This design comes from an exercise in tuning for small area, a short achievable clock period and few clock cycles per item on the open sky130 flow, not from production work.
RTL that was checked went through simulation tests only; none was proved equivalent to the original.
The RTL of runs 1 to 5 was laid out without a check of its function.
Power and IR drop assume default switching activity.

File: design.v
module fe_rms (
    input  wire        clk,
    input  wire        rst_n,
    input  wire        start,
    input  wire [63:0] sum,      
    input  wire [31:0] count,    
    output wire        in_ready,
    output reg         out_valid,
    output wire [31:0] rms
);
    reg        dbusy;
    reg [4:0]  dcnt;
    reg [31:0] drem;       
    reg [39:0] dq;         
    reg [31:0] dn;         
    reg        dz;         
    reg        dn18;       
    reg  ready;            
    wire dlast = (dcnt == 5'd28);
    assign in_ready = ready;
    wire [33:0] tq = {drem, dq[39:38]};
    wire [33:0] d1, d2;
    wire        ge1, ge2;
    fe_rms_sub #(.W(34)) u_sub1 (.a(tq), .b({2'b0, dn}), .d(d1), .ge(ge1));
    fe_rms_sub #(.W(34)) u_sub2 (.a(tq), .b({1'b0, dn, 1'b0}), .d(d2), .ge(ge2));
    wire [34:0] ta = {1'b0, tq};
    wire [34:0] tb = ~{3'b0, dn};
    wire [34:0] tc = ~{2'b0, dn, 1'b0};
    wire [34:0] cx = ta ^ tb ^ tc;
    wire [34:0] cc = (ta & tb) | (ta & tc) | (tb & tc);
    wire [34:0] d3;
    fe_rms_add #(.W(35)) u_add3 (.a(cx), .b({cc[33:0], 1'b1}), .ci(1'b1), .s(d3));
    wire        ge3 = !d3[34];
    wire        q1  = ge2;
    wire        q2  = ge3 || (ge1 && !ge2);
    wire [31:0] r2  = ge3 ? d3[31:0] : ge2 ? d2[31:0] : ge1 ? d1[31:0] : tq[31:0];
    always @(posedge clk) begin
        if (in_ready) begin
            drem <= sum[63:40];
            dq   <= sum[39:0];
            dn   <= count;
            dz   <= (count == 32'd0);
            dn18 <= (count[17:0] == 18'd0);
            dcnt <= 5'd0;
        end else begin
            drem <= r2;
            dq   <= {dq[37:0], 2'b00};
            dcnt <= dcnt + 5'd1;
        end
        if (!rst_n) begin
            dbusy <= 1'b0;
            ready <= 1'b1;
        end else if (in_ready) begin
            dbusy <= start;
            ready <= !start;
        end else begin
            ready <= (dcnt == 5'd27);
        end
    end
    reg        sv;         
    reg        sfirst;     
    reg        slast;      
    reg [1:0]  qp;
    reg        pnz;        
    always @(posedge clk) begin
        qp     <= dz ? 2'b00 : {q1, q2};
        sfirst <= (dcnt == 5'd0);
        slast  <= dlast;
        if (dlast)
            pnz <= !dn18 || !(tq[33:18] == 16'd0 || (ge1 && d1[33:18] == 16'd0) ||
                              (ge2 && d2[33:18] == 16'd0) || (ge3 && d3[31:18] == 14'd0));
        if (!rst_n)
            sv <= 1'b0;
        else
            sv <= dbusy;
    end
    reg [29:0] srem;       
    reg [28:0] root;
    wire [31:0] ssh = {srem, qp};
    wire [28:0] rt  = root;
    wire [31:0] sdf;
    wire        sb;
    fe_rms_sub #(.W(32)) u_sub3 (.a(ssh), .b({1'b0, rt[28:0], 2'b01}), .d(sdf), .ge(sb));
    wire [29:0] sr  = sb ? sdf[29:0] : ssh[29:0];
    always @(posedge clk) begin
        if (sfirst) begin
            srem <= {28'd0, qp[1] & qp[0], qp[1] & !qp[0]};
            root <= {28'd0, qp != 2'b00};
        end else begin
            srem <= sr;
            root <= {rt[27:0], sb};
        end
        if (!rst_n)
            out_valid <= 1'b0;
        else
            out_valid <= sv && slast;
    end
    wire inc = root[0] && !(!pnz && srem == 30'd0 && !root[1]);
    assign rms = {3'd0, {1'b0, root[28:1]} + {28'd0, inc}};
endmodule
module fe_rms_sub #(
    parameter W = 33
) (
    input  wire [W-1:0] a,
    input  wire [W-1:0] b,
    output wire [W-1:0] d,
    output wire         ge
);
    localparam L = $clog2(W);
    wire [W-1:0] p = a ^ ~b;
    wire [W-1:0] g = a & ~b;
    wire [W-1:0] G [0:L];
    wire [W-1:0] P [0:L];
    assign G[0] = {g[W-1:1], g[0] | p[0]};
    assign P[0] = p;
    genvar l, i;
    generate
        for (l = 0; l < L; l = l + 1) begin : g_lvl
            for (i = 0; i < W; i = i + 1) begin : g_bit
                if ((i >> l) & 1) begin : g_op
                    localparam integer K = ((i >> l) << l) - 1;
                    assign G[l+1][i] = G[l][i] | (P[l][i] & G[l][K]);
                    assign P[l+1][i] = P[l][i] & P[l][K];
                end else begin : g_pass
                    assign G[l+1][i] = G[l][i];
                    assign P[l+1][i] = P[l][i];
                end
            end
        end
    endgenerate
    assign d  = p ^ {G[L][W-2:0], 1'b1};
    assign ge = G[L][W-1];
endmodule
module fe_rms_add #(
    parameter W = 35
) (
    input  wire [W-1:0] a,
    input  wire [W-1:0] b,
    input  wire         ci,
    output wire [W-1:0] s
);
    localparam L = $clog2(W);
    wire [W-1:0] p = a ^ b;
    wire [W-1:0] g = a & b;
    wire [W-1:0] G [0:L];
    wire [W-1:0] P [0:L];
    assign G[0] = {g[W-1:1], g[0] | (p[0] & ci)};
    assign P[0] = p;
    genvar l, i;
    generate
        for (l = 0; l < L; l = l + 1) begin : g_lvl
            for (i = 0; i < W; i = i + 1) begin : g_bit
                if ((i >> l) & 1) begin : g_op
                    localparam integer K = ((i >> l) << l) - 1;
                    assign G[l+1][i] = G[l][i] | (P[l][i] & G[l][K]);
                    assign P[l+1][i] = P[l][i] & P[l][K];
                end else begin : g_pass
                    assign G[l+1][i] = G[l][i];
                    assign P[l+1][i] = P[l][i];
                end
            end
        end
    endgenerate
    assign s = p ^ {G[L][W-2:0], ci};
endmodule
File: run.sh
#!/bin/bash
# synth_recipe.tcl (not shown) runs the flow's synth.tcl, then flattens the netlist and writes it again
# the make line also repeats each setting of config.mk as NAME=value (left out here)
make -C /OpenROAD-flow-scripts/flow DESIGN_CONFIG=/design/flow/config.mk WORK_HOME=/design/flow/orfs CLKGATE_MAP_FILE= SYNTH_SCRIPT=/design/flow/synth_recipe.tcl finish
File: config.mk
export PLATFORM = sky130hd
export DESIGN_NAME = fe_rms
export DESIGN_NICKNAME = fe_rms
export VERILOG_FILES = /design/flow/design.v
export SDC_FILE = /design/flow/constraint.sdc
export NUM_CORES = 4
export LEC_CHECK = 0
export CAP_MARGIN = 20
export CORE_MARGIN = 2
export CORE_UTILIZATION = 40
export SETUP_SLACK_MARGIN = 5
export SLEW_MARGIN = 20
File: constraint.sdc
create_clock -name core_clock -period 10.0 [get_ports {clk}]
set_input_delay 2.0000 -clock core_clock [delete_from_list [all_inputs] [get_ports {clk}]]
set_output_delay 2.0000 -clock core_clock [all_outputs]
set_load 0.01 [all_outputs]
==> out/qor.yml, run 1 <==
setup_path:
  critical_path_class: "reg -> out"
  crit_path_end: "rms[16]"
  r2r-start: "dn[4]"
  startpoint_type: "flop"
  r2r_end: "pnz"
  endpoint_kind: "output pin"
  cp_cell_sequence: "inv_1 -> nor2_2 -> ha_1 -> and3_2 -> nand2_1 -> nor2_1 -> nand2_1 -> xnor2_1 -> clkdlybuf4s50_1"
  cp-startpoint: "root[0]"
  max_stage_delay_ns: 0.56
  arrival_ns: 2.78
  slowest_stage: "clkdlybuf4s50_1"
  cp_data_required_time_ns: 8.00
  r2r_slack_ns: 5.36
  crit_top_cell: "nand2_1"
  r2r_cells: 18
  path_max_fanout: 5
sta:
  period_share: 0.4778
  fin_skew_ns: 0.01335
  clock.fmax_mhz: 209.3
  timing.setup.tns_ns: 0
  rsz0062_at_grt: "no"
  setup_violations: 0
  fin_crit_ns: 4.778
  slew_headroom: 0.2945
  slew_viol_final: 0
  max_slew.worst_pin.slew_ns: 1.058
  hold_violations: 0
routing:
  dr.pass1.iters: 5
  routed_via_density: 5.289
  postRouteAntennaNets: 0
  routedWlPerCell_um: 17.01
  vias: 10668
  routed_wl_mm: 34.32
  remaining_drc_errors: 0
  drt-initial-drc-count: 591
grt:
  grt_max_degree: 62
  grt_pass1_wl_mm: 55.68
  antenna_found_initial: 0
  gr-total-overflow: 0
  grt_pass1_vias: 10698
  grt_usage: 0.2066
clock_network:
  clk_latency_ns: 0.46
  root_buffer: "clkbuf_16"
  cts_buffer_depth: 2
  numCtsBuffers: 17
  hold_buffers: 0
  cts_tree: "done"
  cts.clk_slew.worst_paths_ns: 0.08
  cts.sinks: 179
  htree_levels: 4
placement:
  port_buffers: 129
  placedCellCount: 1983
  gp_congestion: 0.8710
  dp_hpwl_mm: 26.23
yosys:
  synth_top_area_share: 0.2185
  synth_seq_cells: 179
  ys.flop_type: "dfxtp_1"
  synthArstFlopShare: 0
  synth_edf_count: 35
  yosysSeqAreaShare: 0.2982
  yosys.area.top_type: "dfxtp_1"
  syn_inst: 1450
  synth_cell_type_count: 72
  syn-mean-instance-area_um2: 9.098
  ys_warn_count: 4
  synth_area_um2: 13190
  synth_area_leaders: "dfxtp_1, ha_1, edfxtp_1, fa_1, xnor2_1"
layout:
  synthToLayoutAreaGrowth_pct: 18.05
  antenna_cells: 0
  layout.nets: 1845
  register_area_um2: 3941
  fin_cells: 2017
  drive_above_1_share: 0.07746
  fill_cells: 3156
  multi_input_area_um2: 8713
die:
  rows: 66
  initial_core_util: 0.4055
  core_um2: 32540
  io_pins: 133
  die_area_um2: 34450
  die_h_um: 185.6
  die_x_um: 185.6
power:
  ir_worst_vdd_v: 0.0002804
  powerDensity_nw_per_um2: 339.1
  leakagePower_uw: 0.006469
outcome:
  outcome: "no timing/DRC/antenna violations"
min_path:
  hold_path.class: "reg -> reg"
run:
  cap_violations: 0
cells in the final DEF (no fill, tap or decap), drive strengths merged, types with 17 or more instances in the layout:
master and n:
nor2 155, dfxtp 144, ha 135, clkdlybuf4s50 127, inv 123, a21oi 107
xnor2 75, nand2 65, xor2 53, fa 49, o21ai 49, mux2 47
a21o 36, edfxtp 35, nand3 34, nor3 32, mux2i 26, nor4 19
o21a 18, clkbuf 18, nand2b 17, nand4 17
registers in the layout (all words and copies together), names as in the netlist:
name       count
dn18           1
srem          30
dn            32
slast          1
ready          1
out_valid      1
dbusy          1
pnz            1
dq            40
sfirst         1
root          29
qp             2
sv             1
drem          32
dcnt           5
dz             1
power breakdown:
| group | switching (uW) | leakage (uW) | total [uW] | internal [uW] |
|---|---|---|---|---|
| Sequential | 186 | 0.00155 | 1080 | 895 |
| Clock | 342 | 0.000288 | 688 | 346 |
| Combinational | 1970 | 0.00463 | 3510 | 1540 |
| Total | 2500 | 0.00647 | 5280 | 2780 |
worst min-delay path by stage:
stage	slack (ns)	to	cells after the start	from
detailed placement	0.44	dcnt[0]	1	dcnt[0]
floorplan	0.41	qp[0]	1	dz
global route	0.47	dq[38]	1	dq[36]
CTS	0.45	dcnt[0]	1	dcnt[0]
global placement	0.43	dcnt[0]	1	dcnt[0]
finish	0.46	dcnt[0]	1	dcnt[0]
Yosys cell counts (32+ instances only):
| master | n |
|---|---|
| edfxtp_1 | 35 |
| fa_1 | 49 |
| xor2_1 | 53 |
| clkbuf_1 | 32 |
| a21o_1 | 36 |
| inv_1 | 113 |
| a21oi_1 | 106 |
| nor3_1 | 32 |
| dfxtp_1 | 144 |
| xnor2_1 | 75 |
| nand2_1 | 65 |
| nand3_1 | 34 |
| nor2_1 | 155 |
| o21ai_0 | 46 |
| ha_1 | 135 |
| mux2_2 | 47 |
per-stage QoR:
step	power (uW)	setup slack [ns]	util	hold slack (ns)	area [um2]
after CTS	5290	4.982	0.4765	0.4549	15500
after detailed placement	4569	5.111	0.4580	0.4371	14900
after global routing	5808	5.001	0.4787	0.4683	15570
after global placement	4540	5.195	0.4580	0.4302	14900
final	5282	5.222	0.4787	0.4572	15570
after floorplan	3834	5.997	-	0.4121	13200
critical path, delay by kind of cell, from the launching register on:
| family | cells | cell delay, ns |
|---|---|---|
| xor gates and xnor gates | 1 | 0.17 |
| adders and majority gates | 1 | 0.19 |
| buffers and inverters | 2 | 0.64 |
| DFF | 1 | 0.36 |
| and+or+nand+nor | 5 | 0.94 |
cell type report:
class / instances / share of cell area
clock inverter: 14 / 0.008436
multi-input combinational: 1113 / 0.5595
timing repair buffer: 138 / 0.08733
inverter: 113 / 0.02724
clock buffer: 18 / 0.02892
sequential: 179 / 0.2531
tap: 442 / 0.03551
layer usage:
metal  routed length [um]  GRT usage
met2                15620     0.3301
met5                    0          0
met4                  696    0.06394
met1                16430     0.2798
met3                 1579    0.04344
logic make-up after synthesis:
| logic type | count (synthesis) | synth area share |
|---|---|---|
| simple gates | 418 | 0.1532 |
| compound gates | 307 | 0.1535 |
| fa+ha+maj | 184 | 0.2024 |
| flops | 179 | 0.2982 |
| buf+inv | 160 | 0.04761 |
| xor+xnor | 128 | 0.08498 |
| mux | 73 | 0.05984 |
| other cells | 1 | 0.0002842 |
what timing repair did:
item / CTS / global route
endpoints found under the setup margin: 9 / 16
setup buffers: 0 / 2
hold endpoints to repair: 0 / 0
pin swaps: 0 / 4
gates resized for setup: 6 / 14
==> inputs of run 2 (changes only) <==
==> flow/run.sh (new file) <==
#!/bin/bash
# Layout flow: the standard flow (its synthesis, floorplan, power grid,
# tap cells, placement, clock tree and routing), with two changes made through
# ORFS variables: timing repair aims at a setup slack of 6 ns instead of
# 0 ns, and the input and output ports are buffered with sky130_fd_sc_hd__buf_1.
# standard.sh's output goes to standard.log; ORFS keeps each step's log under
# orfs/logs/.
set -euo pipefail
export SETUP_SLACK_MARGIN=6
export BUFFER_PORTS_ARGS="-buffer_cell sky130_fd_sc_hd__buf_1"
bash standard.sh > standard.log 2>&1
==> standard.sh (new file) <==
#!/bin/bash
# synth_recipe.tcl (not shown) runs the flow's synth.tcl, then flattens the netlist and writes it again
# the make line also repeats each setting of config.mk as NAME=value (left out here)
make -C /OpenROAD-flow-scripts/flow DESIGN_CONFIG=/design/flow/config.mk WORK_HOME=/design/flow/orfs CLKGATE_MAP_FILE= SYNTH_SCRIPT=/design/flow/synth_recipe.tcl "${@:-finish}"
--- a/config.mk
+++ b/config.mk
@@ -8,5 +8,4 @@
 export CAP_MARGIN = 20
 export CORE_MARGIN = 2
 export CORE_UTILIZATION = 40
-export SETUP_SLACK_MARGIN = 5
 export SLEW_MARGIN = 20
removed: run.sh
==> out/qor.yml, run 2 <==
outcome:
  outcome: "no timing/DRC/antenna violations"
die:
  io_pins: 133
  initial_core_util: 0.4055
  rows: 66
  die_x_um: 185.6
  core_um2: 32540
  die_h_um: 185.6
  die_area_um2: 34450
yosys:
  syn-mean-instance-area_um2: 9.098
  yosysSeqAreaShare: 0.2982
  synth_edf_count: 35
  syn_inst: 1450
  synth_common_cells: "nor2_1, dfxtp_1, ha_1, inv_1, a21oi_1"
  synth_area_leaders: "dfxtp_1, ha_1, edfxtp_1, fa_1, xnor2_1"
  synth_seq_cells: 179
  synth.most_common_cell: "nor2_1"
  ys.flop_type: "dfxtp_1"
  ys_warn_count: 4
  synth_cell_type_count: 72
  synth_area_um2: 13190
  synth_top_area_share: 0.2185
  yosys.area.top_type: "dfxtp_1"
  synthArstFlopShare: 0
setup_path:
  r2r_cells: 16
  r2r_end: "pnz"
  r2r-start: "dn[4]"
  cp_data_required_time_ns: 8.00
  startpoint_type: "flop"
  endpoint_kind: "output pin"
  arrival_ns: 2.33
  path_max_fanout: 4
  critical_path_class: "reg -> out"
  r2r_slack_ns: 5.96
routing:
  routed_wl_mm: 35.64
  vias: 11146
  dr.pass1.iters: 5
  routedWlPerCell_um: 17.06
  drt-initial-drc-count: 694
  routed_via_density: 5.336
  remaining_drc_errors: 0
  postRouteAntennaNets: 0
power:
  leakagePower_uw: 0.006733
  powerDensity_nw_per_um2: 354.8
  ir_worst_vdd_v: 0.0002884
sta:
  period_share: 0.4334
  fin_crit_ns: 4.334
  slew_viol_final: 0
  rsz0062_at_grt: "yes"
  fin_skew_ns: 0.01429
  setup_violations: 0
  hold_violations: 0
  timing.setup.tns_ns: 0
  slew_headroom: 0.3288
  clock.fmax_mhz: 230.7
  max_slew.worst_pin.slew_ns: 0.9991
placement:
  dp_hpwl_mm: 26.00
  gp_congestion: 0.8822
  port_buffers: 129
min_path:
  holdPathEnd: "dcnt[0]"
  worstHoldStart: "dcnt[0]"
  hold_path.class: "reg -> reg"
  hold_path_depth: 1
run:
  cap_violations: 0
grt:
  grt_max_degree: 62
  gr-total-overflow: 0
  grt_usage: 0.2053
  grt_pass1_vias: 10577
  grt_pass1_wl_mm: 54.98
  antenna_found_initial: 0
clock_network:
  numCtsBuffers: 17
  cts_buffer_depth: 2
  root_buffer: "clkbuf_16"
  htree_levels: 4
  clk_latency_ns: 0.46
  hold_buffers: 0
  cts_tree: "done"
  cts.sinks: 179
  cts.clk_slew.worst_paths_ns: 0.07
layout:
  multi_input_area_um2: 9305
  largest_register_ffs: 40
  synthToLayoutAreaGrowth_pct: 21.93
  largest_register: "dq"
  register_area_um2: 3959
  fill_cells: 3160
  final_common_cell: "nor2_1"
  antenna_cells: 0
  top_regs: "dq: 40 flops, dn: 32 flops, drem: 32 flops"
  layout_common_cells: "nor2_1, dfxtp_1, ha_1"
  layout.nets: 1917
  finish.utilization: 0.4944
  drive_above_1_share: 0.1925
## run 2: what timing repair did
action                     CTS  global route
setup endpoints to repair   55            59
gates cloned                 0             1
pin swaps                   37            37
gates resized for setup    128            85
buffers inserted            42            31
## run 2: cell families (layout without fill, tap and decap cells)
| kind of cell | Yosys count | count (layout) | share of synthesized area |
|---|---|---|---|
| AO/OA/AOI/OAI | 307 | 307 | 0.1535 |
| XOR/XNOR | 128 | 128 | 0.08498 |
| adder cells (fa/ha/maj) | 184 | 184 | 0.2024 |
| buffers and inverters | 160 | 354 | 0.04761 |
| flip-flops | 179 | 179 | 0.2982 |
| multiplexers | 73 | 73 | 0.05984 |
| other | 1 | 3 | 0.0002842 |
| AND/OR/NAND/NOR | 418 | 419 | 0.1532 |
## run 2: metrics by stage
| stage | hold WS, ns | cell area (um2) | std cells | worst slack, ns | total power, uW |
|---|---|---|---|---|---|
| global route | 0.4719 | 16090 | 2089 | 5.539 | 6204 |
| finish | 0.4531 | 16090 | 2089 | 5.666 | 5706 |
| CTS | 0.4610 | 15500 | 2057 | 5.625 | 5499 |
| global placement | 0.4311 | 14100 | 1983 | 5.293 | 4505 |
| detailed placement | 0.4405 | 14100 | 1983 | 5.142 | 4545 |
| floorplan | 0.4121 | 13200 | 1452 | 6.064 | 3836 |
## run 2: per-layer routing
layer / GRT usage / up-vias / share of wire
li1: - / 5488 / -
met4: 0.07370 / 0 / 0.024
met3: 0.03835 / 55 / 0.050
met1: 0.2786 / 5294 / 0.46
met2: 0.3264 / 309 / 0.47
met5: 0 / - / 0
## run 2: worst max-delay path by stage
| stage | depth (start not counted) | from | to | slack (ns) |
|---|---|---|---|---|
| global placement | 15 | drem[2] | drem[22] | 5.29 |
| global route | 10 | root[13] | rms[24] | 5.54 |
| CTS | 8 | root[1] | rms[20] | 5.62 |
| finish | 8 | root[12] | rms[20] | 5.67 |
| floorplan | 8 | root[6] | rms[23] | 6.06 |
| detailed placement | 15 | drem[2] | drem[26] | 5.14 |
## run 2: where the power goes
| part | leakage, uW | internal (uW) | switching, uW |
|---|---|---|---|
| clock network | 0.000310 | 387 | 345 |
| registers | 0.00155 | 896 | 190 |
| logic | 0.00487 | 1740 | 2150 |
| total | 0.00673 | 3020 | 2680 |
## run 2: critical path, stage by stage (launching register included)
cell     delay [ns]
dfxtp_2        0.38
inv_2          0.09
nor3_4         0.16
nand2_2        0.11
nor3_4         0.17
nand4_1        0.22
or4_4          0.47
xnor2_2        0.14
buf_2          0.14
## run 2: layout make-up
cell class | instances | area share
Multi-Input combinational cell | 1114 | 0.5785
Sequential cell | 179 | 0.2461
Timing Repair Buffer | 209 | 0.07397
Tap cell | 442 | 0.03438
Inverter | 113 | 0.02746
Clock buffer | 17 | 0.02645
Clock inverter | 15 | 0.01315
==> inputs of run 3 (changes only) <==
==> flow/run.sh (replaced) <==
#!/bin/bash
# Layout flow: the standard flow (its synthesis, floorplan, power grid,
# tap cells, placement, clock tree and routing), with two changes made through
# ORFS variables: timing repair aims at a setup slack of 5 ns instead of
# 0 ns, and the input and output ports are buffered with sky130_fd_sc_hd__buf_1.
# standard.sh's output goes to standard.log; ORFS keeps each step's log under
# orfs/logs/.
set -euo pipefail
export SETUP_SLACK_MARGIN=5
export BUFFER_PORTS_ARGS="-buffer_cell sky130_fd_sc_hd__buf_1"
bash standard.sh > standard.log 2>&1
==> out/qor.yml, run 3 <==
yosys:
  synth_edf_count: 35
  synth_cell_type_count: 72
  synth_area_um2: 13190
  synth.most_common_cell: "nor2_1"
  synthArstFlopShare: 0
  syn-mean-instance-area_um2: 9.098
  synth_seq_cells: 179
  synth_common_cells: "nor2_1, dfxtp_1, ha_1, inv_1, a21oi_1"
  ys.flop_type: "dfxtp_1"
  synth_top_area_share: 0.2185
  syn_inst: 1450
  yosys.area.top_type: "dfxtp_1"
  yosysSeqAreaShare: 0.2982
  ys_warn_count: 4
  synth_area_leaders: "dfxtp_1, ha_1, edfxtp_1, fa_1, xnor2_1"
power:
  p_int_uw: 2764
  p_clk_frac: 0.132
  fin_total_pwr_uw: 5257
  swShare: 0.4743
  p_comb_frac: 0.663
  switchingPower_uw: 2493
  powerDensity_nw_per_um2: 356.7
  p_seq_frac: 0.205
  leakagePower_uw: 0.006093
  ir_worst_vdd_v: 0.0003219
die:
  die_area_um2: 34450
  core_um2: 32540
  rows: 66
  die_x_um: 185.6
  initial_core_util: 0.4055
  io_pins: 133
  die_h_um: 185.6
setup_path:
  max_stage_delay_ns: 0.49
  cp-startpoint: "root[0]"
  endpoint_kind: "output pin"
  cp_cell_sequence: "inv_1 -> nor2_2 -> ha_1 -> and3_2 -> nand4_1 -> or4_1 -> xnor2_1 -> buf_1"
  arrival_ns: 2.69
  r2r-start: "dn[4]"
  slowest_stage: "or4_1"
  r2r_cells: 18
  path_max_fanout: 5
  r2r_end: "pnz"
  r2r_slack_ns: 5.34
  path_buf_inv: 2
  cp_data_required_time_ns: 8.00
  critical_path_class: "reg -> out"
  startpoint_type: "flop"
  crit_family: "simple AND/OR/NAND/NOR gates"
sta:
  period_share: 0.4688
  fin_crit_ns: 4.688
  slew_viol_final: 0
  max_slew.worst_pin.slew_ns: 0.9082
  slew_headroom: 0.3898
  clock.fmax_mhz: 213.3
  setup_violations: 0
  timing.setup.tns_ns: 0
  hold_violations: 0
  rsz0062_at_grt: "no"
  fin_skew_ns: 0.01090
layout:
  largest_register: "dq"
  finish.utilization: 0.4530
  synthToLayoutAreaGrowth_pct: 11.71
  fin_area_um2: 14740
  top_regs: "dq: 40 flops, dn: 32 flops, drem: 32 flops"
  layout.nets: 1844
  largest_register_ffs: 40
  drive_above_1_share: 0.07306
  final_common_cell: "nor2_1"
  layout_common_cells: "nor2_1, dfxtp_1, ha_1"
  antenna_cells: 0
clock_network:
  cts_tree: "done"
  htree_levels: 4
  cts_setup_buffers: 0
  cts.sinks: 179
  cts_buffer_depth: 2
  numCtsBuffers: 17
  clk_latency_ns: 0.46
  hold_buffers: 0
  root_buffer: "clkbuf_16"
  cts.clk_slew.worst_paths_ns: 0.08
grt:
  grt_max_degree: 68
  grt_usage: 0.2015
  antenna_found_initial: 0
  gr-total-overflow: 0
  grt_pass1_wl_mm: 54.01
  grt_pass1_vias: 10329
placement:
  placed_cell_area_um2: 14100
  port_buffers: 129
  gp_congestion: 0.9008
  dp_hpwl_mm: 25.80
routing:
  dr.pass1.iters: 5
  remaining_drc_errors: 0
  routed_wl_mm: 33.68
  routed_via_density: 5.304
  postRouteAntennaNets: 0
  routedWlPerCell_um: 16.70
  vias: 10692
  drt-initial-drc-count: 666
run:
  cap_violations: 0
min_path:
  holdPathEnd: "dcnt[0]"
  worstHoldStart: "dcnt[0]"
  hold_path_depth: 1
  hold_path.class: "reg -> reg"
outcome:
  outcome: "no timing/DRC/antenna violations"
==> run 3: worst max path at each step <==
| stage | slack [ns] | cells after the start | to |
|---|---|---|---|
| after floorplan | 6.00 | 18 | pnz |
| after global placement | 5.21 | 14 | drem[1] |
| after detailed placement | 5.09 | 15 | drem[26] |
| after CTS | 5.02 | 15 | drem[22] |
| after global routing | 5.03 | 8 | rms[20] |
| final | 5.31 | 8 | rms[20] |
==> run 3: power groups by stage <==
| stage | sequential [uW] | clock, uW | combinational (uW) |
|---|---|---|---|
| finish | 1080 | 694 | 3490 |
| global route | 1100 | 737 | 3920 |
| CTS | 1080 | 715 | 3470 |
| detailed placement | 1090 | 0 | 3440 |
| global placement | 1090 | 0 | 3400 |
| floorplan | 1030 | 0 | 2810 |
==> run 3: logic make-up after synthesis <==
group / synth area share
adders and majority gates: 0.2024
xor gates and xnor gates: 0.08498
buffers and inverters: 0.04761
and+or+nand+nor: 0.1532
AOI/OAI and AO/OA: 0.1535
other: 0.0002842
DFF: 0.2982
muxes: 0.05984
==> run 3: stage by stage <==
step                setup slack [ns]  hold WS [ns]  cells
global route                   5.031        0.4676   2016
finish                         5.312        0.4467   2016
global placement               5.206        0.4270   1984
detailed placement             5.086        0.4341   1984
CTS                            5.018        0.4528   2016
floorplan                      5.997        0.4121   1452
==> run 3: repair_timing <==
item / in CTS / in global routing
endpoints found under the hold margin: 0 / 0
endpoints found under the setup margin: 3 / 11
gates resized for setup: 1 / 9
==> run 3: layout make-up <==
| class | instances | area (um2) |
|---|---|---|
| inverters | 113 | 424.2 |
| multi-input cells | 1113 | 8678 |
| fillers | 3200 | 17800 |
| repair buffers | 137 | 544.3 |
| clock inverters | 13 | 135.1 |
| well taps | 442 | 553.0 |
| flip-flops and latches | 179 | 3939 |
| clock buffers | 19 | 464.2 |
==> run 3: routing by layer <==
layer / vias to the layer above / wire length, um / global-route usage
met5: - / 0 / 0
li1: 5346 / - / -
met4: 0 / 714 / 0.06362
met2: 258 / 15230 / 0.3206
met3: 46 / 1489 / 0.03717
met1: 5042 / 16240 / 0.2767
==> inputs of run 4 (changes only) <==
--- a/design.v
+++ b/design.v
@@ -14,9 +14,9 @@
     reg [39:0] dq;         
     reg [31:0] dn;         
     reg        dz;         
-    reg        dn18;       
     reg  ready;            
-    wire dlast = (dcnt == 5'd28);
+    wire dlast = (dcnt == 5'd28);    
+    wire dfin  = (dcnt == 5'd29);    
     assign in_ready = ready;
     wire [33:0] tq = {drem, dq[39:38]};
     wire [33:0] d1, d2;
@@ -40,7 +40,6 @@
             dq   <= sum[39:0];
             dn   <= count;
             dz   <= (count == 32'd0);
-            dn18 <= (count[17:0] == 18'd0);
             dcnt <= 5'd0;
         end else begin
             drem <= r2;
@@ -54,7 +53,7 @@
             dbusy <= start;
             ready <= !start;
         end else begin
-            ready <= (dcnt == 5'd27);
+            ready <= dlast;
         end
     end
     reg        sv;         
@@ -66,13 +65,12 @@
         qp     <= dz ? 2'b00 : {q1, q2};
         sfirst <= (dcnt == 5'd0);
         slast  <= dlast;
-        if (dlast)
-            pnz <= !dn18 || !(tq[33:18] == 16'd0 || (ge1 && d1[33:18] == 16'd0) ||
-                              (ge2 && d2[33:18] == 16'd0) || (ge3 && d3[31:18] == 14'd0));
+        if (dfin)
+            pnz <= (drem != 32'd0);
         if (!rst_n)
             sv <= 1'b0;
         else
-            sv <= dbusy;
+            sv <= dbusy && !dfin;
     end
     reg [29:0] srem;       
     reg [28:0] root;
@@ -82,21 +80,28 @@
     wire        sb;
     fe_rms_sub #(.W(32)) u_sub3 (.a(ssh), .b({1'b0, rt[28:0], 2'b01}), .d(sdf), .ge(sb));
     wire [29:0] sr  = sb ? sdf[29:0] : ssh[29:0];
+    reg         srnd;      
+    wire        inc = root[0] && !(!pnz && srem == 30'd0 && !root[1]);
     always @(posedge clk) begin
-        if (sfirst) begin
+        if (sfirst)
             srem <= {28'd0, qp[1] & qp[0], qp[1] & !qp[0]};
+        else
+            srem <= sr;
+        if (srnd)
+            root <= {1'b0, root[28:1]} + {28'd0, inc};
+        else if (sfirst)
             root <= {28'd0, qp != 2'b00};
+        else
+            root <= {rt[27:0], sb};
+        if (!rst_n) begin
+            srnd      <= 1'b0;
+            out_valid <= 1'b0;
         end else begin
-            srem <= sr;
-            root <= {rt[27:0], sb};
+            srnd      <= sv && slast;
+            out_valid <= srnd;
         end
-        if (!rst_n)
-            out_valid <= 1'b0;
-        else
-            out_valid <= sv && slast;
     end
-    wire inc = root[0] && !(!pnz && srem == 30'd0 && !root[1]);
-    assign rms = {3'd0, {1'b0, root[28:1]} + {28'd0, inc}};
+    assign rms = {3'd0, root};
 endmodule
 module fe_rms_sub #(
     parameter W = 33
==> flow/run.sh (replaced) <==
#!/bin/bash
# Layout flow: the standard flow (its synthesis, floorplan, power grid,
# tap cells, placement, clock tree and routing), with two changes made through
# ORFS variables: timing repair aims at a setup slack of 6 ns instead of
# 0 ns, and the input and output ports are buffered with sky130_fd_sc_hd__buf_1.
# standard.sh's output goes to standard.log; ORFS keeps each step's log under
# orfs/logs/.
set -euo pipefail
export SETUP_SLACK_MARGIN=6
export BUFFER_PORTS_ARGS="-buffer_cell sky130_fd_sc_hd__buf_1"
bash standard.sh > standard.log 2>&1
==> out/qor.yml, run 4 <==
grt:
  grt_max_degree: 69
  gr-total-overflow: 0
  antenna_found_initial: 0
  grt_pass1_vias: 10343
  grt_pass1_wl_mm: 54.77
  grt_usage: 0.2070
setup_path:
  endpoint_kind: "flop"
  r2r_end: "drem[23]"
  crit_family: "compound AO/OA/AOI/OAI gates"
  max_stage_delay_ns: 0.62
  cp_data_required_time_ns: 10.34
  path_buf_inv: 4
  slowest_stage: "fa_1"
  r2r-start: "drem[2]"
  path_max_fanout: 6
  crit_top_cell: "inv_1"
  critical_path_class: "reg -> reg"
  arrival_ns: 4.17
  cp_cell_sequence: "inv_1 -> fa_1 -> inv_1 -> ha_1 -> o211ai_1 -> a21o_1 -> and3_4 -> o21ai_4 -> a41oi_4 -> o41ai_4 -> buf_4 -> o22a_4 -> nor2_4 -> buf_12 -> nand2_8 -> a211oi_2 -> a2111oi_1"
  r2r_slack_ns: 6.17
  r2r_cells: 17
  startpoint_type: "flop"
routing:
  drt-initial-drc-count: 574
  routedWlPerCell_um: 17.38
  routed_via_density: 5.324
  routed_wl_mm: 34.95
  dr.pass1.iters: 5
  vias: 10707
  remaining_drc_errors: 0
  postRouteAntennaNets: 0
power:
  switchingPower_uw: 2434
  ir_worst_vdd_v: 0.0002882
  swShare: 0.4699
  p_clk_frac: 0.131
  powerDensity_nw_per_um2: 350.7
  p_int_uw: 2745
  p_seq_frac: 0.209
  leakagePower_uw: 0.006093
  p_comb_frac: 0.660
  fin_total_pwr_uw: 5179
die:
  die_area_um2: 34110
  core_um2: 32370
  initial_core_util: 0.4035
  die_x_um: 184.7
  rows: 66
  io_pins: 133
  die_h_um: 184.7
yosys:
  ys_warn_count: 4
  yosys.area.top_type: "dfxtp_1"
  synth_top_area_share: 0.2222
  synth_common_cells: "dfxtp_1, inv_1, ha_1, nand2_1, a21oi_1"
  synth.most_common_cell: "dfxtp_1"
  syn_inst: 1426
  synth_cell_type_count: 80
  synthArstFlopShare: 0
  syn-mean-instance-area_um2: 9.159
  synth_area_um2: 13060
  yosysSeqAreaShare: 0.3004
  synth_seq_cells: 179
  ys.flop_type: "dfxtp_1"
  synth_edf_count: 34
  synth_area_leaders: "dfxtp_1, ha_1, edfxtp_1, fa_1, xnor2_1"
min_path:
  worstHoldStart: "dz"
  hold_path.class: "reg -> reg"
  holdPathEnd: "qp[0]"
  hold_path_depth: 1
sta:
  slew_viol_final: 0
  rsz0062_at_grt: "no"
  hold_violations: 0
  timing.setup.tns_ns: 0
  period_share: 0.3828
  slew_headroom: 0.3813
  clock.fmax_mhz: 261.2
  setup_violations: 0
  max_slew.worst_pin.slew_ns: 0.9246
  fin_crit_ns: 3.828
  fin_skew_ns: 0.01330
  setup_slack_ns: 6.172
clock_network:
  numCtsBuffers: 17
  root_buffer: "clkbuf_16"
  clk_latency_ns: 0.45
  htree_levels: 4
  cts_buffer_depth: 2
  cts_tree: "done"
  cts.clk_slew.worst_paths_ns: 0.08
  cts.sinks: 179
placement:
  gp_congestion: 0.9140
  place_ws_ns: 5.620
  dp_hpwl_mm: 26.53
  port_buffers: 129
layout:
  largest_register_ffs: 40
  antenna_cells: 0
  largest_register: "dq"
  layout.nets: 1838
  synthToLayoutAreaGrowth_pct: 13.06
  final_common_cell: "dfxtp_1"
  layout_common_cells: "dfxtp_1, ha_1, inv_1"
  fill_cells: 3235
  top_regs: "dq: 40 flops, dn: 32 flops, drem: 32 flops"
  drive_above_1_share: 0.08732
outcome:
  outcome: "no timing/DRC/antenna violations"
run:
  cap_violations: 0
[run 4: changes by cell type after synthesis, sizes merged, moves of 14 or more]
cell,change
a211oi,+14
o21ai,+19
nor2,-61
nand2,+41
inv,+23
o31ai,+16
[run 4: worst reg2reg max path, stage by stage, from the launching register on]
cell and delay, ns:
dfxtp_2 0.39, inv_1 0.13, fa_1 0.62, inv_1 0.06, ha_1 0.28, o211ai_1 0.08, a21o_1 0.19, and3_4 0.17
o21ai_4 0.21, a41oi_4 0.19, o41ai_4 0.23, buf_4 0.19, o22a_4 0.20, nor2_4 0.06, buf_12 0.18, nand2_8 0.13
a211oi_2 0.05, a2111oi_1 0.37
[run 4: final cells by class]
cell class | count | area, um2 | area share
clock buffers | 18 | 439.2 | 0.02974
clock inverters | 14 | 138.9 | 0.009405
inverters | 137 | 514.2 | 0.03482
multi-input cells | 1074 | 8548 | 0.5789
flip-flops and latches | 179 | 3934 | 0.2664
well taps | 442 | 553.0 | 0.03745
repair buffers | 147 | 639.4 | 0.04330
[run 4: timing repair]
item	in CTS	in global routing
cloned	0	1
pin swaps	1	5
hold buffers	0	0
resized for setup	7	22
setup endpoints to repair	28	34
setup buffers	0	11
[run 4: through the flow]
step | utilization | std cells | hold slack, ns | area, um2
global route | 0.4562 | 2011 | 0.4477 | 14770
detailed placement | 0.4315 | 1967 | 0.4247 | 13970
finish | 0.4562 | 2011 | 0.4322 | 14770
global placement | 0.4315 | 1967 | 0.4184 | 13970
floorplan | - | 1428 | 0.4090 | 13070
CTS | 0.4504 | 1999 | 0.4350 | 14580
[run 4: metal layers]
metal | part of all wire | vias up | global-route usage | wire length (um)
met5 | 0 | - | 0 | 0
met4 | 0.023 | 0 | 0.06413 | 801
met3 | 0.043 | 42 | 0.03754 | 1496
met2 | 0.48 | 208 | 0.3502 | 16710
met1 | 0.46 | 5111 | 0.2679 | 15950
li1 | - | 5346 | - | -
[run 4: how the worst max path moves through the flow]
stage / endpoint / cells past startpoint / startpoint
floorplan: drem[19] / 16 / drem[2]
detailed placement: drem[14] / 14 / drem[2]
global placement: drem[14] / 14 / drem[2]
finish: drem[23] / 17 / drem[2]
global route: drem[11] / 15 / dn[16]
CTS: drem[17] / 14 / dn[9]
[run 4: power groups by stage]
stage | sequential, uW | combinational [uW] | clock [uW]
CTS | 1080 | 3340 | 697
detailed placement | 1090 | 3300 | 0
floorplan | 1030 | 2710 | 0
global placement | 1090 | 3260 | 0
global route | 1100 | 3830 | 725
finish | 1080 | 3420 | 677
[run 4: logic make-up after synthesis]
group           Yosys count  synth area share
compound gates          335            0.1729
fa+ha+maj               183            0.2029
buf+inv                 176           0.05460
simple gates            374            0.1396
mux                      65           0.05355
other cells               1         0.0002871
flops                   179            0.3004
xor+xnor                113           0.07577
==> inputs of run 5 (changes only) <==
==> flow/run.sh (replaced) <==
#!/bin/bash
# Layout flow: the standard flow (its synthesis, floorplan, power grid,
# tap cells, placement, clock tree and routing), with two changes made through
# ORFS variables: timing repair aims at a setup slack of 6.5 ns instead of
# 0 ns, and the input and output ports are buffered with sky130_fd_sc_hd__buf_1.
# standard.sh's output goes to standard.log; ORFS keeps each step's log under
# orfs/logs/.
set -euo pipefail
export SETUP_SLACK_MARGIN=6.5
export BUFFER_PORTS_ARGS="-buffer_cell sky130_fd_sc_hd__buf_1"
bash standard.sh > standard.log 2>&1
==> out/qor.yml, run 5 <==
outcome:
  outcome: "no timing/DRC/antenna violations"
routing:
  vias: 10946
  dr.pass1.iters: 5
  routedWlPerCell_um: 17.48
  routed_wl_mm: 35.82
  postRouteAntennaNets: 0
  drt-initial-drc-count: 682
  remaining_drc_errors: 0
  routed_via_density: 5.342
sta:
  setup_violations: 0
  timing.setup.tns_ns: 0
  fin_skew_ns: 0.01019
  clock.fmax_mhz: 277.5
  holdWs_ns: 0.4327
  hold_violations: 0
  rsz0062_at_grt: "yes"
  slew_headroom: 0.3672
  max_slew.worst_pin.slew_ns: 0.9492
  period_share: 0.3603
  fin_crit_ns: 3.603
  slew_viol_final: 0
placement:
  port_buffers: 129
  gp_congestion: 0.9140
  dp_hpwl_mm: 26.53
yosys:
  yosysSeqAreaShare: 0.3004
  synth_area_um2: 13060
  synth_edf_count: 34
  synth_seq_cells: 179
  yosys.area.top_type: "dfxtp_1"
  synthArstFlopShare: 0
  synthMuxAreaShare: 0.05355
  synth_compound_area_frac: 0.1729
  ys.flop_type: "dfxtp_1"
  synth_cell_type_count: 80
  synth.most_common_cell: "dfxtp_1"
  synth_common_cells: "dfxtp_1, inv_1, ha_1, nand2_1, a21oi_1"
  syn-mean-instance-area_um2: 9.159
  syn_inst: 1426
  synth_top_area_share: 0.2222
  synth_area_leaders: "dfxtp_1, ha_1, edfxtp_1, fa_1, xnor2_1"
  synth_fa_ha_area_frac: 0.2029
  ys_warn_count: 4
  synthXorXnorAreaFrac: 0.07577
  synthSimpleGateAreaFrac: 0.1396
  synth_top_family_by_area: "adder cells"
grt:
  antenna_found_initial: 0
  grt_usage: 0.2131
  grt_pass1_vias: 10625
  grt_max_degree: 69
  gr-total-overflow: 0
  grt_pass1_wl_mm: 56.31
clock_network:
  cts.clk_slew.worst_paths_ns: 0.07
  clk_latency_ns: 0.45
  numCtsBuffers: 17
  root_buffer: "clkbuf_16"
  cts_tree: "done"
  cts.sinks: 179
  hold_buffers: 0
  htree_levels: 4
  cts_buffer_depth: 2
setup_path:
  endpoint_kind: "flop"
  r2r-start: "dn[9]"
  path_max_fanout: 6
  critical_path_class: "reg -> reg"
  cp-startpoint: "dn[9]"
  arrival_ns: 3.89
  startpoint_type: "flop"
  cp_data_required_time_ns: 10.29
layout:
  largest_register_ffs: 40
  final_common_cell: "dfxtp_1"
  drive_above_1_share: 0.1549
  layout.nets: 1876
  synthToLayoutAreaGrowth_pct: 19.44
  largest_register: "dq"
  layout_common_cells: "dfxtp_1, ha_1, buf_1"
  antenna_cells: 0
  top_regs: "dq: 40 flops, dn: 32 flops, drem: 32 flops"
die:
  io_pins: 133
  die_x_um: 184.7
  core_um2: 32370
  rows: 66
  die_h_um: 184.7
  die_area_um2: 34110
  initial_core_util: 0.4035
run:
  cap_violations: 0
min_path:
  hold_path.class: "reg -> reg"
  worstHoldStart: "dz"
power:
  powerDensity_nw_per_um2: 363.5
  leakagePower_uw: 0.006383
  ir_worst_vdd_v: 0.0002552
==> run 5: path summary, 6_finish.rpt <==
| kind | to | slack, ns | cells after the start |
|---|---|---|---|
| hold / removal | qp[0] | 0.43 | 1 |
| setup / recovery | drem[19] | 6.40 | 16 |
| hold reg to reg | qp[0] | 0.43 | 1 |
| setup reg to reg | drem[19] | 6.40 | 16 |
==> run 5: area by class of cell <==
| class | instances | area [um2] |
|---|---|---|
| Multi-Input combinational cell | 1074 | 8961 |
| Sequential cell | 179 | 3943 |
| Fill cell | 3141 | 16770 |
| Timing Repair Buffer | 185 | 1051 |
| Tap cell | 442 | 553.0 |
| Clock buffer | 18 | 439.2 |
| Inverter | 137 | 514.2 |
| Clock inverter | 14 | 138.9 |
==> run 5: report_power, final <==
group / internal (uW) / switching, uW / leakage, uW
Sequential: 894 / 191 / 0.00155
Clock: 338 / 339 / 0.000277
Combinational: 1820 / 2090 / 0.00456
Total: 3050 / 2620 / 0.00638
==> run 5: what timing repair did <==
item,in CTS,in global routing
setup buffers,28,20
endpoints found under the hold margin,0,0
resized for setup,70,75
cloned,2,0
pin swaps,25,31
setup endpoints to repair,64,50
==> run 5: through the flow <==
| step | cell area, um2 | util | setup slack [ns] | power, uW | std cells |
|---|---|---|---|---|---|
| 2_1_floorplan | 13070 | - | 6.501 | 3743 | 1428 |
| 3_3_place_gp | 13970 | 0.4315 | 5.667 | 4355 | 1967 |
| 3_5_place_dp | 13970 | 0.4315 | 5.620 | 4391 | 1967 |
| 4_1_cts | 15120 | 0.4670 | 6.452 | 5427 | 2029 |
| 5_1_grt | 15600 | 0.4819 | 6.221 | 6156 | 2049 |
| 6_report | 15600 | 0.4819 | 6.397 | 5670 | 2049 |
==> run 5: worst max-delay path, stage by stage, from the launching register on <==
cell and delay [ns]:
edfxtp_1 0.40, inv_2 0.11, fa_1 0.46, ha_4 0.27, and3_4 0.17, o31a_1 0.24
o21ai_2 0.16, o21ai_4 0.09, a41oi_4 0.37, o41ai_4 0.09, buf_4 0.16, o22a_4 0.21
nor2_4 0.14, buf_12 0.16, nand2_8 0.10, a211oi_4 0.25, a2111oi_4 0.05
==> run 5: routing by layer <==
layer  track usage  up-vias  share of wire
met2        0.3674      254           0.48
met3       0.03853       50          0.044
met4       0.05968        0          0.024
li1              -     5425              -
met1        0.2727     5217           0.45
met5             0        -              0
==> run 5: cells by family (layout without fill, tap and decap cells) <==
group,after synthesis,count (layout)
buffers and inverters,176,354
other,1,3
muxes,65,65
AOI/OAI and AO/OA,335,335
DFF,179,179
adders and majority gates,183,183
and+or+nand+nor,374,375
xor gates and xnor gates,113,113
==> inputs of run 6 (changes only) <==
--- a/design.v
+++ b/design.v
@@ -111,7 +111,7 @@
     output wire [W-1:0] d,
     output wire         ge
 );
-    localparam L = $clog2(W);
+    localparam L = (W > 32) ? 6 : (W > 16) ? 5 : (W > 8) ? 4 : (W > 4) ? 3 : 2;
     wire [W-1:0] p = a ^ ~b;
     wire [W-1:0] g = a & ~b;
     wire [W-1:0] G [0:L];
@@ -144,7 +144,7 @@
     input  wire         ci,
     output wire [W-1:0] s
 );
-    localparam L = $clog2(W);
+    localparam L = (W > 32) ? 6 : (W > 16) ? 5 : (W > 8) ? 4 : (W > 4) ? 3 : 2;
     wire [W-1:0] p = a ^ b;
     wire [W-1:0] g = a & b;
     wire [W-1:0] G [0:L];
--- a/config.mk
+++ b/config.mk
@@ -7,5 +7,5 @@
 export LEC_CHECK = 0
 export CAP_MARGIN = 20
 export CORE_MARGIN = 2
-export CORE_UTILIZATION = 40
+export CORE_UTILIZATION = 60
 export SLEW_MARGIN = 20
==> out/qor.yml, run 6 <==
die:
  rows: 53
  die_x_um: 151.5
  initial_core_util: 0.6155
  core_um2: 21220
  die_h_um: 151.5
  die_area_um2: 22960
  io_pins: 133
routing:
  routed_wl_mm: 35.28
  remaining_drc_errors: 0
  postRouteAntennaNets: 0
  routed_via_density: 6.016
  drt-initial-drc-count: 932
  routedWlPerCell_um: 18.60
  vias: 11413
  dr.pass1.iters: 6
yosys:
  synth_edf_count: 34
  synthArstFlopShare: 0
  yosys.area.top_type: "dfxtp_1"
  synth_common_cells: "dfxtp_1, inv_1, ha_1, nand2_1, a21oi_1"
  synth.most_common_cell: "dfxtp_1"
  ys_warn_count: 4
  synth_cell_type_count: 80
  synth_area_um2: 13060
  syn_inst: 1426
  synth_area_leaders: "dfxtp_1, ha_1, edfxtp_1, fa_1, xnor2_1"
  ys.flop_type: "dfxtp_1"
  synth_top_area_share: 0.2222
  yosysSeqAreaShare: 0.3004
  syn-mean-instance-area_um2: 9.159
  synth_seq_cells: 179
clock_network:
  root_buffer: "clkbuf_16"
  clk_latency_ns: 0.45
  cts_buffer_depth: 2
  cts.clk_slew.worst_paths_ns: 0.09
  htree_levels: 4
  cts_tree: "done"
  numCtsBuffers: 17
  cts.sinks: 179
setup_path:
  cp-startpoint: "dn[4]"
  r2r-start: "dn[4]"
  critical_path_class: "reg -> reg"
  cp_data_required_time_ns: 10.32
  r2r_end: "drem[21]"
  path_max_fanout: 8
  startpoint_type: "flop"
  endpoint_kind: "flop"
  crit_path_end: "drem[21]"
  r2r_slack_ns: 6.26
  arrival_ns: 4.06
  r2r_cells: 18
grt:
  grt_max_degree: 71
  gr-total-overflow: 0
  grt_pass1_wl_mm: 52.90
  antenna_found_initial: 0
  grt_usage: 0.2967
  grt_pass1_vias: 10425
placement:
  gp_congestion: 0.8949
  port_buffers: 129
  dp_hpwl_mm: 24.91
sta:
  setup_violations: 0
  fin_crit_ns: 3.736
  period_share: 0.3736
  clock.fmax_mhz: 267.6
  max_slew.worst_pin.slew_ns: 0.9648
  timing.setup.tns_ns: 0
  slew_viol_final: 0
  fin_skew_ns: 0.01566
  rsz0062_at_grt: "yes"
  hold_violations: 0
  slew_headroom: 0.3544
layout:
  final_common_cell: "dfxtp_1"
  synthToLayoutAreaGrowth_pct: 19.35
  antenna_cells: 0
  top_regs: "dq: 40 flops, dn: 32 flops, drem: 32 flops"
  fill_cells: 1627
  layout_common_cells: "dfxtp_1, buf_1, ha_1"
  layout.nets: 1891
  drive_above_1_share: 0.1621
  largest_register: "dq"
  largest_register_ffs: 40
power:
  leakagePower_uw: 0.006492
  ir_worst_vdd_v: 0.0002377
  powerDensity_nw_per_um2: 379.1
  fin_total_pwr_uw: 5910
min_path:
  hold_path.class: "reg -> reg"
outcome:
  outcome: "no timing/DRC/antenna violations"
run:
  cap_violations: 0
==> run 6: repair_timing <==
action / in CTS / in global routing
setup endpoints to repair: 61 / 55
cloned: 1 / 3
pin swaps: 17 / 27
setup buffers: 33 / 30
resized for setup: 55 / 90
hold endpoints to repair: 0 / 0
hold buffers: 0 / 0
==> run 6: power by group <==
group	leakage [uW]	internal [uW]	switching (uW)
logic	0.00464	1910	2170
clock network	0.000307	354	376
registers	0.00155	898	209
==> run 6: worst max-delay path, cell delays in order (launching register included) <==
cell      delay (ns)
edfxtp_1        0.45
buf_6           0.15
fa_1            0.50
inv_1           0.06
ha_1            0.27
o211ai_1        0.08
a21o_1          0.18
and3_4          0.17
o21ai_4         0.19
a41oi_4         0.19
o41ai_4         0.30
buf_4           0.19
o22ai_4         0.07
buf_12          0.16
nand2_8         0.08
nor2_4          0.05
buf_12          0.13
a222oi_1        0.26
o21ai_1         0.11
==> run 6: layout make-up <==
cell class,instances,area (um2),share of cell area
inverters,137,514.2,0.03299
well taps,275,344.1,0.02207
clock buffers,17,425.4,0.02729
flip-flops and latches,179,3954,0.2536
repair buffers,198,1160,0.07440
clock inverters,15,216.5,0.01389
multi-input cells,1076,8975,0.5757
==> run 6: logic make-up after synthesis <==
family / synth area share
flip-flops: 0.3004
adder cells (fa/ha/maj): 0.2029
XOR/XNOR: 0.07577
other: 0.0002871
buffers and inverters: 0.05460
multiplexers: 0.05355
AND/OR/NAND/NOR: 0.1396
AO/OA/AOI/OAI: 0.1729
==> run 6: per-stage QoR <==
stage               std cells  hold WS [ns]  instance area, um2  setup slack (ns)    util
detailed placement       1798        0.4275               13740             5.582  0.6477
floorplan                1428        0.4090               13070             6.501       -
global placement         1798        0.4252               13740             5.686  0.6477
global route             1897        0.4557               15590             6.123  0.7346
CTS                      1864        0.4411               14880             6.390  0.7012
finish                   1897        0.4353               15590             6.264  0.7346
==> run 6: routing by layer <==
metal / vias to the layer above / global-route usage / wire (um) / part of all wire
met5: - / 0 / 0 / 0
met3: 72 / 0.06108 / 2855 / 0.081
met4: 0 / 0.07361 / 752 / 0.021
met1: 5437 / 0.4237 / 16020 / 0.45
met2: 450 / 0.4618 / 15640 / 0.44
li1: 5454 / - / - / -
==> run 6: worst min path at each step <==
stage | cells past startpoint | slack [ns] | start | end
2_1_floorplan | 2 | 0.41 | dbusy | sv
3_3_place_gp | 2 | 0.43 | dbusy | sv
3_5_place_dp | 2 | 0.43 | dbusy | sv
4_1_cts | 1 | 0.44 | dz | qp[1]
5_1_grt | 2 | 0.46 | dbusy | sv
6_report | 2 | 0.44 | dbusy | sv
Testbench counts of run 6, summed over its fixed seeds: cycles 48,016, items 1,600.
==> inputs of run 7 (changes only) <==
--- a/config.mk
+++ b/config.mk
@@ -7,5 +7,6 @@
 export LEC_CHECK = 0
 export CAP_MARGIN = 20
 export CORE_MARGIN = 2
-export CORE_UTILIZATION = 60
+export CORE_UTILIZATION = 40
+export PLACE_DENSITY = 0.75
 export SLEW_MARGIN = 20
==> out/qor.yml, run 7 <==
outcome:
  outcome: "no timing/DRC/antenna violations"
yosys:
  synth_area_um2: 13060
  yosys.area.top_type: "dfxtp_1"
  synth_seq_cells: 179
  synth_area_leaders: "dfxtp_1, ha_1, edfxtp_1, fa_1, xnor2_1"
  synth_edf_count: 34
  synthArstFlopShare: 0
  synth_cell_type_count: 80
  ys.flop_type: "dfxtp_1"
  synth_top_area_share: 0.2222
  synth_common_cells: "dfxtp_1, inv_1, ha_1, nand2_1, a21oi_1"
  syn-mean-instance-area_um2: 9.159
  syn_inst: 1426
  ys_warn_count: 4
  synth.most_common_cell: "dfxtp_1"
  yosysSeqAreaShare: 0.3004
run:
  cap_violations: 0
sta:
  hold_violations: 0
  slew_viol_final: 0
  setup_violations: 0
  fin_crit_ns: 3.622
  period_share: 0.3622
  clock.fmax_mhz: 276.1
  timing.setup.tns_ns: 0
  holdWs_ns: 0.4407
  rsz0062_at_grt: "yes"
  fin_skew_ns: 0.01126
  slew_headroom: 0.3758
  max_slew.worst_pin.slew_ns: 0.9306
grt:
  grt_pass1_vias: 11096
  grt_pass1_wl_mm: 56.03
  grt_max_degree: 58
  grt_usage: 0.2082
  grt.busiest_layer: "met2"
  grt_use_met2: 0.3583
  global_route.usage.met1: 0.2534
  gr-total-overflow: 0
  use_met3: 0.03557
  antenna_found_initial: 0
layout:
  multi_input_area_um2: 8940
  layout_common_cells: "dfxtp_1, buf_1, ha_1"
  finish.utilization: 0.4879
  fin_area_um2: 15790
  layout.nets: 1892
  antenna_cells: 0
  register_area_um2: 3951
  fin_cells: 2065
  top_regs: "dq: 40 flops, dn: 32 flops, drem: 32 flops"
  drive_above_1_share: 0.1565
  largest_register_ffs: 40
  final_common_cell: "dfxtp_1"
  fill_cells: 2973
  synthToLayoutAreaGrowth_pct: 20.91
  largest_register: "dq"
die:
  die_h_um: 184.7
  initial_core_util: 0.4035
  io_pins: 133
  core_um2: 32370
  die_area_um2: 34110
  die_x_um: 184.7
  rows: 66
setup_path:
  r2r-start: "dn[3]"
  max_stage_delay_ns: 0.60
  slowest_stage: "fa_1"
  cp_data_required_time_ns: 10.34
  r2r_cells: 16
  r2r_end: "drem[3]"
  arrival_ns: 3.96
  path_max_fanout: 8
  r2r_slack_ns: 6.38
  critical_path_class: "reg -> reg"
  endpoint_kind: "flop"
  cp_cell_sequence: "fa_1 -> inv_1 -> ha_1 -> o211ai_1 -> a21o_1 -> and3_4 -> o21ai_4 -> a41oi_4 -> o41ai_4 -> buf_4 -> o22ai_4 -> buf_6 -> nor2_4 -> nand2_1 -> o221ai_2 -> a21oi_1"
  startpoint_type: "flop"
clock_network:
  hold_buffers: 0
  root_buffer: "clkbuf_16"
  cts_buffer_depth: 2
  numCtsBuffers: 17
  cts.clk_slew.worst_paths_ns: 0.08
  htree_levels: 4
  clk_latency_ns: 0.45
  cts.sinks: 179
  cts_tree: "done"
min_path:
  hold_path_depth: 1
  hold_path.class: "reg -> reg"
  worstHoldStart: "dz"
  holdPathEnd: "qp[0]"
placement:
  gp_congestion: 0.9147
  port_buffers: 129
  placed_cell_area_um2: 13950
  placedCellCount: 1965
  dp_hpwl_mm: 25.74
routing:
  postRouteAntennaNets: 0
  vias: 11571
  routed_wl_mm: 37.18
  drt-initial-drc-count: 898
  remaining_drc_errors: 0
  routed_via_density: 5.603
  routedWlPerCell_um: 18.00
  dr.pass1.iters: 6
power:
  powerDensity_nw_per_um2: 373.4
  ir_worst_vdd_v: 0.0002414
  leakagePower_uw: 0.006504
==> run 7: per-layer routing <==
layer / routed length (um) / vias to the layer above
met5: 0 / -
met4: 1574 / 0
met3: 2365 / 127
met2: 17970 / 483
met1: 15270 / 5499
li1: - / 5462
==> run 7: logic make-up after synthesis <==
family	after synthesis	share of synthesized area
xor gates and xnor gates	113	0.07577
other	1	0.0002871
and+or+nand+nor	374	0.1396
adders and majority gates	183	0.2029
buffers and inverters	176	0.05460
AOI/OAI and AO/OA	335	0.1729
muxes	65	0.05355
DFF	179	0.3004
==> run 7: how the worst max path moves through the flow <==
stage,slack (ns),from,to
detailed placement,5.65,dn[8],drem[30]
global placement,5.70,drem[2],drem[21]
CTS,6.47,dn[9],drem[21]
floorplan,6.50,drem[2],drem[19]
finish,6.38,dn[3],drem[3]
global route,6.24,drem[14],drem[21]
==> run 7: area by class of cell <==
class | instances | area share
inverter | 137 | 0.03256
multi-input combinational | 1075 | 0.5661
sequential | 179 | 0.2502
timing repair buffer | 200 | 0.07780
clock inverter | 14 | 0.01054
tap | 442 | 0.03502
clock buffer | 18 | 0.02781
==> run 7: power by group <==
group	internal [uW]	leakage, uW	switching, uW
Combinational	1940	0.00467	2170
Sequential	898	0.00155	201
Clock	343	0.000291	350
==> run 7: repair_timing <==
| action | in CTS | in global routing |
|---|---|---|
| setup endpoints to repair | 62 | 64 |
| pin swaps | 24 | 32 |
| endpoints found under the hold margin | 0 | 0 |
| cloned | 1 | 3 |
| setup buffers | 36 | 28 |
| gates resized for setup | 73 | 70 |
==> run 7: worst max-delay path, delay by kind of cell (launching register included) <==
family | cells | cell delay [ns]
adder cells (fa/ha/maj) | 2 | 0.87
flip-flops | 1 | 0.48
AO/OA/AOI/OAI | 8 | 1.14
buffers and inverters | 3 | 0.41
AND/OR/NAND/NOR | 3 | 0.60
==> run 7: per-stage QoR <==
stage / total power (uW) / setup WS (ns)
5_1_grt: 6316 / 6.242
4_1_cts: 5321 / 6.469
6_report: 5896 / 6.378
3_5_place_dp: 4363 / 5.654
3_3_place_gp: 4283 / 5.703
2_1_floorplan: 3743 / 6.501
==> inputs of run 8 (changes only) <==
--- a/config.mk
+++ b/config.mk
@@ -5,8 +5,8 @@
 export SDC_FILE = /design/flow/constraint.sdc
 export NUM_CORES = 4
 export LEC_CHECK = 0
+export ABC_AREA = 1
 export CAP_MARGIN = 20
 export CORE_MARGIN = 2
 export CORE_UTILIZATION = 40
-export PLACE_DENSITY = 0.75
 export SLEW_MARGIN = 20
==> out/qor.yml, run 8 <==
layout:
  register_area_um2: 3929
  layout_common_cells: "nand2_1, inv_1, nand3_1"
  top_regs: "dq: 40 flops, dn: 32 flops, drem: 32 flops"
  fill_cells: 3713
  final_common_cell: "nand2_1"
  multi_input_area_um2: 9499
  largest_register_ffs: 40
  synthToLayoutAreaGrowth_pct: 10.23
  largest_register: "dq"
  layout.nets: 2466
  antenna_cells: 0
  drive_above_1_share: 0.07335
routing:
  vias: 13475
  postRouteAntennaNets: 0
  drt-initial-drc-count: 926
  routed_wl_mm: 40.00
  routed_via_density: 5.060
  remaining_drc_errors: 0
  routedWlPerCell_um: 15.02
  dr.pass1.iters: 5
outcome:
  outcome: "no timing/DRC/antenna violations"
yosys:
  synth_seq_cells: 179
  synth.most_common_cell: "nand2_1"
  syn-mean-instance-area_um2: 7.119
  synth_cell_type_count: 57
  synth_area_um2: 14770
  syn_inst: 2074
  synth_area_leaders: "dfxtp_1, nand2_1, ha_1, edfxtp_1, inv_1"
  synth_common_cells: "nand2_1, inv_1, nand3_1, dfxtp_1, ha_1"
  yosysSeqAreaShare: 0.2657
  ys_warn_count: 4
  yosys.area.top_type: "dfxtp_1"
  ys.flop_type: "dfxtp_1"
  synth_edf_count: 34
  synth_top_area_share: 0.1966
  synthArstFlopShare: 0
setup_path:
  r2r_slack_ns: 6.76
  r2r_cells: 17
  endpoint_kind: "output pin"
  path_max_fanout: 21
  path_buf_inv: 1
  max_stage_delay_ns: 0.62
  critical_path_class: "reg -> out"
  r2r-start: "dn[1]"
  arrival_ns: 1.33
  r2r_end: "drem[8]"
  crit_family: "flip-flops"
  startpoint_type: "flop"
  cp_cell_sequence: "buf_1"
  slowest_stage: "dfxtp_4"
  cp_data_required_time_ns: 8.00
die:
  io_pins: 133
  rows: 70
  die_x_um: 196.1
  die_area_um2: 38470
  core_um2: 36520
  die_h_um: 196.1
  initial_core_util: 0.4043
clock_network:
  cts_buffer_depth: 2
  hold_buffers: 0
  clk_latency_ns: 0.45
  root_buffer: "clkbuf_16"
  cts.clk_slew.worst_paths_ns: 0.07
  cts.sinks: 179
  cts_tree: "done"
  htree_levels: 4
  numCtsBuffers: 17
sta:
  fin_crit_ns: 3.332
  clock.fmax_mhz: 300.1
  slew_headroom: 0.4049
  period_share: 0.3332
  timing.setup.tns_ns: 0
  rsz0062_at_grt: "yes"
  holdWs_ns: 0.4158
  setup_violations: 0
  fin_skew_ns: 0.01360
  slew_viol_final: 0
  max_slew.worst_pin.slew_ns: 0.8917
  hold_violations: 0
min_path:
  worstHoldStart: "dq[2]"
  hold_path.class: "reg -> reg"
  holdPathEnd: "dq[4]"
  hold_path_depth: 2
placement:
  gp_congestion: 0.8572
  port_buffers: 129
  dp_hpwl_mm: 29.74
grt:
  antenna_found_initial: 1
  gr-total-overflow: 0
  grt_pass1_wl_mm: 65.33
  grt_usage: 0.2112
  grt_pass1_vias: 12821
  grt_max_degree: 74
power:
  leakagePower_uw: 0.008057
  ir_worst_vdd_v: 0.0001915
  powerDensity_nw_per_um2: 300.1
run:
  cap_violations: 0
[run 8: cell types whose count changed after synthesis, moves of 16 or more]
cell and change:
a211oi_1 -24, a21oi_2 +17, inv_1 +132, inv_2 +16, mux2_2 -39, mux2i_1 -26
nand2_1 +552, nand2_2 +18, nand2b_1 -17, nand3_1 +138, o21ai_0 -16, o31ai_1 -19
xnor2_1 -47
[run 8: power by group]
part           switching [uW]  internal, uW  total [uW]  leakage [uW]
Clock                     311           355         666      0.000280
Combinational            2000          1190        3190       0.00623
Sequential                164           863        1030       0.00155
Total                    2480          2410        4880       0.00806
[run 8: through the flow]
stage	total power (uW)	cell area (um2)	util	setup slack [ns]	cells
final	4884	16280	0.4456	6.668	2663
after global routing	5380	16280	0.4456	6.490	2663
after CTS	4835	16160	0.4424	6.547	2656
after detailed placement	4120	15550	0.4259	6.031	2625
after global placement	4068	15550	0.4259	6.146	2625
after floorplan	3525	14770	-	6.932	2076
[run 8: worst max-delay path by stage]
stage | start | end | slack (ns) | depth (start not counted)
CTS | drem[2] | drem[8] | 6.55 | 18
detailed placement | drem[2] | drem[8] | 6.03 | 18
global placement | drem[2] | drem[8] | 6.15 | 18
global route | dn[1] | drem[8] | 6.49 | 17
finish | ready | in_ready | 6.67 | 1
floorplan | ready | in_ready | 6.93 | 0
[run 8: repair_timing]
action	CTS	global route
resized for setup	6	6
pin swaps	1	2
cloned	1	1
setup buffers	0	6
setup endpoints to repair	29	32
[run 8: area by class of cell]
| class | instances | area share |
|---|---|---|
| tap | 468 | 0.03598 |
| timing repair buffer | 139 | 0.03736 |
| inverter | 286 | 0.06704 |
| clock inverter | 9 | 0.004305 |
| sequential | 179 | 0.2414 |
| clock buffer | 21 | 0.03029 |
| multi-input combinational | 1561 | 0.5836 |
[run 8: logic make-up after synthesis]
logic type	synth area share
AOI/OAI and AO/OA	0.1050
xor gates and xnor gates	0.03796
and+or+nand+nor	0.3167
buffers and inverters	0.09491
adders and majority gates	0.1795
DFF	0.2657
other	0.0002540
[run 8: routing by layer]
| layer | up-vias | GRT usage | wire, um |
|---|---|---|---|
| met3 | 28 | 0.03026 | 1856 |
| met4 | 2 | 0.04882 | 447 |
| met5 | - | 0 | 13 |
| met1 | 6249 | 0.3009 | 19690 |
| li1 | 6911 | - | - |
| met2 | 285 | 0.3379 | 17990 |

[re-timing with driven ports]
Ports are ideal in the flow. The routed layouts listed here were re-timed in OpenROAD.
Step 1 (the two cells are an assumption about what drives the block):
set clk [get_ports {clk}]
set_driving_cell -lib_cell sky130_fd_sc_hd__clkbuf_16 $clk
set_driving_cell -lib_cell sky130_fd_sc_hd__buf_2 [delete_from_list [all_inputs] $clk]
Step 2 times the ports against the registers' clock, not the clock port: input delays grow and output delays shrink by t, the midpoint of the rising clock arrivals with the driver on.
Three values: ideal ports, drivers, drivers and shift; two values: the first two.
run | shift t [ns] | slack for setup (ns) | latest minus earliest clock arrival (ns) | worst data-port slew with drivers (ns)
run 1 | 0.508 | 5.222 / 5.167 / 5.361 | 0.014 / 0.013 | 0.05
run 2 | 0.510 | 5.666 / 5.612 / 5.960 | 0.014 / 0.014 | 0.06
run 3 | 0.504 | 5.312 / 5.257 / 5.344 | 0.011 / 0.011 | 0.07
run 4 | 0.496 | 6.172 / 6.172 / 6.172 | 0.014 / 0.014 | 0.07
run 5 | 0.495 | 6.397 / 6.397 / 6.397 | 0.011 / 0.010 | 0.07
run 6 | 0.485 | 6.264 / 6.264 / 6.264 | 0.015 / 0.015 | 0.05
run 7 | 0.497 | 6.378 / 6.378 / 6.378 | 0.013 / 0.013 | 0.08
run 8 | 0.498 | 6.668 / 6.617 / 6.576 | 0.014 / 0.014 | 0.08
After both steps setup and hold are still met in every run listed. The setup slack of run 8, which loses most, moves by -0.051 ns with the drivers and by -0.092 ns with both steps.
